Background: an optimization exercise with open tools, aiming at small area. Do not read the settings as production practice.
In this exercise RTL edits were held to simulation tests only and were not proved equivalent to the original.
Power figures rest on the tool's default switching activity, not on a simulated workload.

==> flow/design.v (excerpt) <==
module tod_counter (
    input             clk,
    input             rst_n,
    input             cmd_valid,
    output            cmd_ready,
    input      [31:0] cmd_w6,
    input      [31:0] cmd_w7,
    input      [31:0] cmd_w8,
    input      [31:0] cmd_w9,
    output reg        cpl_valid,
    output            cpl_ok,
    output     [31:0] cpl_res0,
    output     [31:0] cpl_res1,
    output     [31:0] tod_ns,
    output     [31:0] tod_frac,
    output     [29:0] tod_subsec,
    output     [31:0] tod_wraps,
    output     [63:0] tod_inc,
    output reg        pps,
    output reg        wrap
);
Size: about 2300 cells after synthesis, roughly 200 flip-flops, about 16000 µm² of cells after synthesis.
Settings: LEC_CHECK=0, ABC_AREA=1, CAP_MARGIN=20, CORE_MARGIN=2, CORE_UTILIZATION=40, SLEW_MARGIN=20; clock period 12.0 ns.
standard.sh (not shown) runs the stock make flow with config.mk's settings and CLKGATE_MAP_FILE= SYNTH_SCRIPT=/design/flow/synth_recipe.tcl, a recipe that flattens the netlist after the stock synthesis.
==> flow/flow/run.sh <==
#!/bin/bash
# The standard layout (bash standard.sh), with the port buffers that
# placement inserts made the smallest buffer cell instead of the default.
set -euo pipefail
export BUFFER_PORTS_ARGS="-buffer_cell sky130_fd_sc_hd__buf_1"
bash standard.sh > standard_flow.log 2>&1
==> next run, changes <==
--- a/flow/design.v
+++ b/flow/design.v
@@ -58,26 +58,41 @@
                 p23 = p[4*j+3] & p[4*j+2];
                 bg[j] = g23 | (p23 & g01);
                 bp[j] = p23 & p01;
             end
             for (l = 0; l < 4; l = l + 1)
                 for (j = 0; j < 16; j = j + 1)
-                    if ((j >> l) & 1) begin
-                        s = ((j >> l) << l) - 1;
+                    if (((j + 1) % (2 << l)) == 0) begin
+                        s = j - (1 << l);
+                        bg[j] = bg[j] | (bp[j] & bg[s]);
+                        bp[j] = bp[j] & bp[s];
+                    end
+            for (l = 2; l >= 0; l = l - 1)
+                for (j = 0; j < 16; j = j + 1)
+                    if (j >= (3 << l) - 1 && ((j + 1 - (3 << l)) % (2 << l)) == 0) begin
+                        s = j - (1 << l);
                         bg[j] = bg[j] | (bp[j] & bg[s]);
                         bp[j] = bp[j] & bp[s];
                     end
             for (j = 0; j < 16; j = j + 1) begin
                 c[4*j]   = (j == 0) ? 1'b0 : bg[j-1];
                 c[4*j+1] = g[4*j] | (p[4*j] & c[4*j]);
                 c[4*j+2] = g[4*j+1] | (p[4*j+1] & g[4*j]) | (p[4*j+1] & p[4*j] & c[4*j]);
                 c[4*j+3] = g[4*j+2] | (p[4*j+2] & g[4*j+1]) | (p[4*j+2] & p[4*j+1] & g[4*j]) |
                            (p[4*j+2] & p[4*j+1] & p[4*j] & c[4*j]);
             end
             c[64] = bg[15];
             fadd = {c[32], c[64], p ^ c[63:0]};
+        end
+    endfunction
+    function gtk(input [31:0] x, input [31:0] k);
+        integer i;
+        begin
+            gtk = 1'b0;
+            for (i = 0; i < 32; i = i + 1)
+                gtk = k[i] ? (x[i] & gtk) : (x[i] | gtk);
         end
     endfunction
     function [20:0] mred(input [21:0] x);
         reg [21:0] m;
         reg [22:0] br;
         integer i;
@@ -110,30 +125,26 @@
     wire       rsv_w6   = (|cmd_w6[31:9]) | (|cmd_w6[7:3]);
     wire       rsv_word = ((kind == 3'd2 || kind == 3'd3) && !w9z) ||
                           ((kind == 3'd4) && ((cmd_w7 | cmd_w8 | cmd_w9) != 32'd0));
     wire       rsv_lock = lock && (kind == 3'd3 || kind == 3'd4);
     wire       bad_rsv  = rsv_w6 | rsv_word | rsv_lock;
     wire       bad_kind = kind[2] | (kind[1] & kind[0]);
-    wire [64:0] gt_sub = radd({32'd0, cmd_w8}, {32'd0, ~32'd999_999_999}, 1'b0, 32);
-    wire [64:0] ge_min = radd({32'd0, cmd_w7}, {32'd0, ~32'hFFBE_76C9}, 1'b1, 32);
-    wire [64:0] gt_max = radd({32'd0, cmd_w7}, {32'd0, ~32'h0041_8937}, 1'b0, 32);
-    wire       bad_sub  = (kind == 3'd0) && gt_sub[32];
-    wire       inc_ok   = ((cmd_w8 == 32'd1) && ge_min[32]) ||
-                          ((cmd_w8 == 32'd2) && !gt_max[32]);
+    wire       bad_sub  = (kind == 3'd0) && gtk(cmd_w8, 32'd999_999_999);
+    wire       inc_ok   = ((cmd_w8 == 32'd1) && gtk(cmd_w7, 32'hFFBE_76C8)) ||
+                          ((cmd_w8 == 32'd2) && !gtk(cmd_w7, 32'h0041_8937));
     wire       bad_inc  = (kind == 3'd2) && !inc_ok;
     wire       bad      = bad_rsv | bad_kind | bad_sub | bad_inc;
     wire       r2       = bad_rsv | (!bad_kind & (bad_sub | bad_inc));
     wire       at_take = (cnt == C_TAKE);
     wire       at_w    = (cnt == C_W);
     wire       at_step = (cnt == C_STEP);
     assign cmd_ready   = (at_take & !dec_step) | at_step;
     wire       accept  = rst_n & cmd_ready;
     wire       a_set   = rst_n & at_take & dec_set;
     wire       a_rate  = rst_n & at_take & dec_rate;
     wire       a_step  = rst_n & at_step;
-    wire       mod_on  = dec_step & (cnt != C_IDLE) & (cnt < C_W);
     wire       keep    = rst_n & !a_set;                
     wire       plain   = keep & !a_step;                
     wire        d_s   = cmd_w8[31];
     wire [64:0] r_st  = radd({46'd0, cmd_w8[30:13]}, {43'd0, d_s ? NEGTOP : 21'd0}, 1'b0, 21);
     wire [35:0] dq    = {cmd_w8[12:0], cmd_w7[31:9]};
     reg  [2:0]  chunk;
@@ -225,16 +236,16 @@
             dec_rate <= !bad && (kind == 3'd2);
             dec_bad  <= bad;
             dec_r2   <= r2;
         end
         if (cnt == C_IDLE)
             hold[20:0] <= r_st[20:0];
-        else if (mod_on | at_w)
+        else if (cmd_ready)
+            hold[20:0] <= acc[52:32];
+        else
             hold[20:0] <= r3;
-        else
-            hold[20:0] <= acc[52:32];
         hold[31:21] <= acc[63:53];
     end
     assign cpl_ok   = !dec_bad;
     assign cpl_res0 = dec_bad  ? {30'd0, dec_r2, !dec_r2} :
                       dec_rate ? acc[63:32] : hold;
     assign cpl_res1 = (dec_bad | dec_rate) ? 32'd0 : acc[63:32];
Worst hold slack is better by 0.014 ns.
Maximum frequency is lower by 0.38%.
Die area is about the same.
Sequential share of layout area rises by 0.22 points.
Via count shrinks by 1.5%.
Critical path depth drops by 14.
Register-to-register slack degrades by 0.07 ns.
Setup slack got worse by 0.043 ns.
Power increases by 34%.
Final cell count goes down by 1.6%.
Sequential cell count does not change.

* * *

The RTL this note starts from:
==> flow/design.v <==
module tod_counter (
    input             clk,
    input             rst_n,
    input             cmd_valid,
    output            cmd_ready,
    input      [31:0] cmd_w6,
    input      [31:0] cmd_w7,
    input      [31:0] cmd_w8,
    input      [31:0] cmd_w9,
    output reg        cpl_valid,
    output            cpl_ok,
    output     [31:0] cpl_res0,
    output     [31:0] cpl_res1,
    output     [31:0] tod_ns,
    output     [31:0] tod_frac,
    output     [29:0] tod_subsec,
    output     [31:0] tod_wraps,
    output     [63:0] tod_inc,
    output reg        pps,
    output reg        wrap
);
    localparam [20:0] MOD5   = 21'd1_953_125;       
    localparam [20:0] NEGTOP = 21'd1_690_981;       
    localparam [3:0] C_IDLE = 4'd0;
    localparam [3:0] C_TAKE = 4'd1;                 
    localparam [3:0] C_W    = 4'd13;                
    localparam [3:0] C_STEP = 4'd14;                
    function [64:0] radd(input [63:0] a, input [63:0] b, input cin, input integer w);
        integer i;
        reg c;
        begin
            radd = 65'd0;
            c = cin;
            for (i = 0; i < 64; i = i + 1) begin
                if (i < w) begin
                    radd[i] = a[i] ^ b[i] ^ c;
                    c = (a[i] & b[i]) | (c & (a[i] ^ b[i]));
                end
            end
            radd[64] = c;
            for (i = 0; i < 64; i = i + 1)
                if (i == w) radd[i] = c;
        end
    endfunction
    function [65:0] fadd(input [63:0] a, input [63:0] b);
        reg [63:0] g, p;
        reg [64:0] c;
        reg [15:0] bg, bp;
        reg        g01, p01, g23, p23;
        integer i, j, l, s;
        begin
            g = a & b;
            p = a ^ b;
            for (j = 0; j < 16; j = j + 1) begin
                g01 = g[4*j+1] | (p[4*j+1] & g[4*j]);
                p01 = p[4*j+1] & p[4*j];
                g23 = g[4*j+3] | (p[4*j+3] & g[4*j+2]);
                p23 = p[4*j+3] & p[4*j+2];
                bg[j] = g23 | (p23 & g01);
                bp[j] = p23 & p01;
            end
            for (l = 0; l < 4; l = l + 1)
                for (j = 0; j < 16; j = j + 1)
                    if ((j >> l) & 1) begin
                        s = ((j >> l) << l) - 1;
                        bg[j] = bg[j] | (bp[j] & bg[s]);
                        bp[j] = bp[j] & bp[s];
                    end
            for (j = 0; j < 16; j = j + 1) begin
                c[4*j]   = (j == 0) ? 1'b0 : bg[j-1];
                c[4*j+1] = g[4*j] | (p[4*j] & c[4*j]);
                c[4*j+2] = g[4*j+1] | (p[4*j+1] & g[4*j]) | (p[4*j+1] & p[4*j] & c[4*j]);
                c[4*j+3] = g[4*j+2] | (p[4*j+2] & g[4*j+1]) | (p[4*j+2] & p[4*j+1] & g[4*j]) |
                           (p[4*j+2] & p[4*j+1] & p[4*j] & c[4*j]);
            end
            c[64] = bg[15];
            fadd = {c[32], c[64], p ^ c[63:0]};
        end
    endfunction
    function [20:0] mred(input [21:0] x);
        reg [21:0] m;
        reg [22:0] br;
        integer i;
        begin
            m = {1'b0, MOD5};
            br[0] = 1'b0;
            for (i = 0; i < 22; i = i + 1)
                br[i+1] = m[i] ? (~x[i] | br[i]) : (~x[i] & br[i]);
            for (i = 0; i < 21; i = i + 1)
                mred[i] = x[i] ^ (~br[22] & (m[i] ^ br[i]));
        end
    endfunction
    reg [63:0] acc;
    reg [29:0] subsec;
    reg [31:0] wraps;
    reg [23:0] dinc;        
    reg [31:0] hold;        
    reg [3:0]  cnt;         
    reg        dec_set, dec_step, dec_rate, dec_bad, dec_r2;
    reg        kprev;       
    wire       inc_s = dinc[23];
    assign tod_ns     = acc[63:32];
    assign tod_frac   = acc[31:0];
    assign tod_subsec = subsec;
    assign tod_wraps  = wraps;
    assign tod_inc    = {30'd0, ~inc_s, {9{inc_s}}, dinc};
    wire [2:0] kind = cmd_w6[2:0];
    wire       lock = cmd_w6[8];
    wire       w9z  = (cmd_w9 == 32'd0);
    wire       rsv_w6   = (|cmd_w6[31:9]) | (|cmd_w6[7:3]);
    wire       rsv_word = ((kind == 3'd2 || kind == 3'd3) && !w9z) ||
                          ((kind == 3'd4) && ((cmd_w7 | cmd_w8 | cmd_w9) != 32'd0));
    wire       rsv_lock = lock && (kind == 3'd3 || kind == 3'd4);
    wire       bad_rsv  = rsv_w6 | rsv_word | rsv_lock;
    wire       bad_kind = kind[2] | (kind[1] & kind[0]);
    wire [64:0] gt_sub = radd({32'd0, cmd_w8}, {32'd0, ~32'd999_999_999}, 1'b0, 32);
    wire [64:0] ge_min = radd({32'd0, cmd_w7}, {32'd0, ~32'hFFBE_76C9}, 1'b1, 32);
    wire [64:0] gt_max = radd({32'd0, cmd_w7}, {32'd0, ~32'h0041_8937}, 1'b0, 32);
    wire       bad_sub  = (kind == 3'd0) && gt_sub[32];
    wire       inc_ok   = ((cmd_w8 == 32'd1) && ge_min[32]) ||
                          ((cmd_w8 == 32'd2) && !gt_max[32]);
    wire       bad_inc  = (kind == 3'd2) && !inc_ok;
    wire       bad      = bad_rsv | bad_kind | bad_sub | bad_inc;
    wire       r2       = bad_rsv | (!bad_kind & (bad_sub | bad_inc));
    wire       at_take = (cnt == C_TAKE);
    wire       at_w    = (cnt == C_W);
    wire       at_step = (cnt == C_STEP);
    assign cmd_ready   = (at_take & !dec_step) | at_step;
    wire       accept  = rst_n & cmd_ready;
    wire       a_set   = rst_n & at_take & dec_set;
    wire       a_rate  = rst_n & at_take & dec_rate;
    wire       a_step  = rst_n & at_step;
    wire       mod_on  = dec_step & (cnt != C_IDLE) & (cnt < C_W);
    wire       keep    = rst_n & !a_set;                
    wire       plain   = keep & !a_step;                
    wire        d_s   = cmd_w8[31];
    wire [64:0] r_st  = radd({46'd0, cmd_w8[30:13]}, {43'd0, d_s ? NEGTOP : 21'd0}, 1'b0, 21);
    wire [35:0] dq    = {cmd_w8[12:0], cmd_w7[31:9]};
    reg  [2:0]  chunk;
    always @(*) begin
        case (cnt)
            4'd1:    chunk = dq[35:33];
            4'd2:    chunk = dq[32:30];
            4'd3:    chunk = dq[29:27];
            4'd4:    chunk = dq[26:24];
            4'd5:    chunk = dq[23:21];
            4'd6:    chunk = dq[20:18];
            4'd7:    chunk = dq[17:15];
            4'd8:    chunk = dq[14:12];
            4'd9:    chunk = dq[11:9];
            4'd10:   chunk = dq[8:6];
            4'd11:   chunk = dq[5:3];
            default: chunk = dq[2:0];
        endcase
    end
    wire [64:0] w_sum = radd({43'd0, subsec[29:9]}, {43'd0, hold[20:0]}, 1'b0, 21);
    wire [20:0] r1    = mred({hold[20:0], chunk[2]});
    wire [20:0] r2m   = mred({r1, chunk[1]});
    wire [21:0] x3    = at_w ? w_sum[21:0] : {r2m, chunk[0]};
    wire [20:0] r3    = mred(x3);
    wire [23:0] dinc_sel = a_rate ? cmd_w7[23:0] : dinc;
    wire        sel_s    = dinc_sel[23];
    wire [63:0] inc_sel  = {30'd0, ~sel_s, {9{sel_s}}, dinc_sel};
    wire [63:0] op_a  = acc & {64{keep}};
    wire [63:0] op_b  = inc_sel & {64{keep}};
    wire [63:0] op_c  = {cmd_w7, cmd_w9} & {64{a_set | a_step}};
    wire [63:0] cs_s  = op_a ^ op_b ^ op_c;
    wire [63:0] cs_c  = (op_a & op_b) | (op_a & op_c) | (op_b & op_c);
    wire [65:0] acc_n = fadd(cs_s, {cs_c[62:0], 1'b0});
    wire        c_lo1  = cs_c[31];
    wire        c_lo2  = acc_n[65];
    wire        carry64 = acc_n[64];
    wire [1:0]  inc_hi = {~sel_s, sel_s} & {2{keep}};
    wire [8:0]  lo_e   = a_step ? cmd_w7[8:0] : (a_set ? cmd_w8[8:0] : 9'd0);
    wire [64:0] lo_p1  = radd({55'd0, subsec[8:0] & {9{keep}}}, {55'd0, lo_e}, c_lo1, 9);
    wire [64:0] lo_pre = radd({54'd0, lo_p1[9:0]}, {62'd0, inc_hi}, 1'b0, 10);
    reg  [10:0] lo_ones;
    reg  [20:0] hi_ones;
    integer oi;
    always @(*) begin
        lo_ones[0] = 1'b1;
        for (oi = 1; oi < 11; oi = oi + 1)
            lo_ones[oi] = lo_ones[oi-1] & lo_pre[oi-1];
    end
    wire [10:0] lo_sum = lo_pre[10:0] ^ (lo_ones & {11{c_lo2}});
    wire [1:0]  k_hi   = lo_sum[10:9];
    wire [20:0] hi_w   = a_step ? hold[20:0] :
                         (a_set ? cmd_w8[29:9] : (subsec[29:9] & {21{keep}}));
    wire [2:0]  hi_j   = {1'b0, k_hi} + {2'd0, a_step & kprev};
    wire [2:0]  hi_lo  = {1'b0, hi_w[1:0]} + hi_j;
    always @(*) begin
        hi_ones[2] = 1'b1;
        for (oi = 3; oi < 21; oi = oi + 1)
            hi_ones[oi] = hi_ones[oi-1] & hi_w[oi-1];
    end
    wire [20:0] hi_sum = {hi_w[20:2] ^ (hi_ones[20:2] & {19{hi_lo[2]}}), hi_lo[1:0]};
    wire        hi_ge  = (hi_sum[20:2] == MOD5[20:2]) && (hi_sum[1:0] != 2'd0);
    wire [20:0] hi_out = hi_ge ? {19'd0, hi_sum[1:0] - 2'd1} : hi_sum;
    reg  [31:0] wr_ones;
    integer wi;
    always @(*) begin
        wr_ones[0] = 1'b1;
        for (wi = 1; wi < 32; wi = wi + 1)
            wr_ones[wi] = wr_ones[wi-1] & wraps[wi-1];
    end
    wire [31:0] wraps_inc = wraps ^ (wr_ones & {32{carry64 & plain}});
    always @(posedge clk) begin
        acc    <= acc_n[63:0];
        subsec <= {hi_out, lo_sum[8:0]};
        wraps  <= wraps_inc & {32{rst_n}};
        dinc   <= dinc_sel & {24{rst_n}};
        pps    <= plain & hi_ge;
        wrap   <= plain & carry64;
        kprev  <= k_hi[0];
    end
    always @(posedge clk) begin
        if (!rst_n || accept || (cnt == C_IDLE && !cmd_valid))
            cnt <= C_IDLE;
        else
            cnt <= cnt + 4'd1;
        cpl_valid <= accept;
        if (cnt == C_IDLE) begin
            dec_set  <= !bad && (kind == 3'd0);
            dec_step <= !bad && (kind == 3'd1);
            dec_rate <= !bad && (kind == 3'd2);
            dec_bad  <= bad;
            dec_r2   <= r2;
        end
        if (cnt == C_IDLE)
            hold[20:0] <= r_st[20:0];
        else if (mod_on | at_w)
            hold[20:0] <= r3;
        else
            hold[20:0] <= acc[52:32];
        hold[31:21] <= acc[63:53];
    end
    assign cpl_ok   = !dec_bad;
    assign cpl_res0 = dec_bad  ? {30'd0, dec_r2, !dec_r2} :
                      dec_rate ? acc[63:32] : hold;
    assign cpl_res1 = (dec_bad | dec_rate) ? 32'd0 : acc[63:32];
endmodule
clock: 12.0 ns
lec_check: 0
abc_area: 1
cap_margin: 20
core_margin: 2
core_utilization: 40
cts_buf_list: sky130_fd_sc_hd__clkbuf_8
cts_cluster_size: 12
slew_margin: 20
Scripts as last shown in full above: flow/flow/run.sh
==> next run, changes <==
--- a/flow/design.v
+++ b/flow/design.v
@@ -76,8 +76,16 @@
             c[64] = bg[15];
             fadd = {c[32], c[64], p ^ c[63:0]};
         end
     endfunction
+    function gtk(input [31:0] x, input [31:0] k);
+        integer i;
+        begin
+            gtk = 1'b0;
+            for (i = 0; i < 32; i = i + 1)
+                gtk = k[i] ? (x[i] & gtk) : (x[i] | gtk);
+        end
+    endfunction
     function [20:0] mred(input [21:0] x);
         reg [21:0] m;
         reg [22:0] br;
         integer i;
@@ -112,14 +120,11 @@
                           ((kind == 3'd4) && ((cmd_w7 | cmd_w8 | cmd_w9) != 32'd0));
     wire       rsv_lock = lock && (kind == 3'd3 || kind == 3'd4);
     wire       bad_rsv  = rsv_w6 | rsv_word | rsv_lock;
     wire       bad_kind = kind[2] | (kind[1] & kind[0]);
-    wire [64:0] gt_sub = radd({32'd0, cmd_w8}, {32'd0, ~32'd999_999_999}, 1'b0, 32);
-    wire [64:0] ge_min = radd({32'd0, cmd_w7}, {32'd0, ~32'hFFBE_76C9}, 1'b1, 32);
-    wire [64:0] gt_max = radd({32'd0, cmd_w7}, {32'd0, ~32'h0041_8937}, 1'b0, 32);
-    wire       bad_sub  = (kind == 3'd0) && gt_sub[32];
-    wire       inc_ok   = ((cmd_w8 == 32'd1) && ge_min[32]) ||
-                          ((cmd_w8 == 32'd2) && !gt_max[32]);
+    wire       bad_sub  = (kind == 3'd0) && gtk(cmd_w8, 32'd999_999_999);
+    wire       inc_ok   = ((cmd_w8 == 32'd1) && gtk(cmd_w7, 32'hFFBE_76C8)) ||
+                          ((cmd_w8 == 32'd2) && !gtk(cmd_w7, 32'h0041_8937));
     wire       bad_inc  = (kind == 3'd2) && !inc_ok;
     wire       bad      = bad_rsv | bad_kind | bad_sub | bad_inc;
     wire       r2       = bad_rsv | (!bad_kind & (bad_sub | bad_inc));
     wire       at_take = (cnt == C_TAKE);
The changed run passed the timing, DRC and antenna checks.
Non-clock buffer count fell by 5.
Final area is lower by 0.45%.
Core utilization is lower by 0.10 points.
Flip-flop and latch count is unchanged.
Power is about the same.
Setup slack is worse by 58 ps.
Sequential power stays flat.
Die area is about the same.
Maximum frequency drops by 0.52%.
Area after synthesis is about the same.
Count of clock-buffer cells in the layout shrinks by 3.

==> static timing again, ports no longer ideal <==
No port has a modelled driver above. Below, the same layouts with a new extraction and two added sets of constraints.
Step 1: set_driving_cell puts a clkbuf_16 on clk and a buf_2 on each other input, an assumption about the parent block.
Step 2 moves the port delays by t, midway between the first and last clock arrival at a register: inputs arrive t later, outputs are due t later. That takes back most of the time a late clock gives input paths.
a / b / c = no drivers / after step 1 / after step 2; a / b = the first two.
run | shift t [ns] | setup slack, ns | hold slack, ns
the first run of note 1 | 0.522 | 0.801 / 0.841 / 0.319 | 0.366 / 0.366 / 0.366
the second run of note 1 | 0.524 | 0.758 / 0.793 / 0.268 | 0.380 / 0.380 / 0.380
the first run of note 2 | 0.568 | 0.769 / 0.801 / 0.233 | 0.367 / 0.367 / 0.367
the second run of note 2 | 0.585 | 0.710 / 0.729 / 0.144 | 0.377 / 0.377 / 0.377
After both steps setup and hold are still met in every run listed. The setup slack of the second run of note 2, which loses most, moves by +0.019 ns with the drivers and by -0.566 ns with both steps.
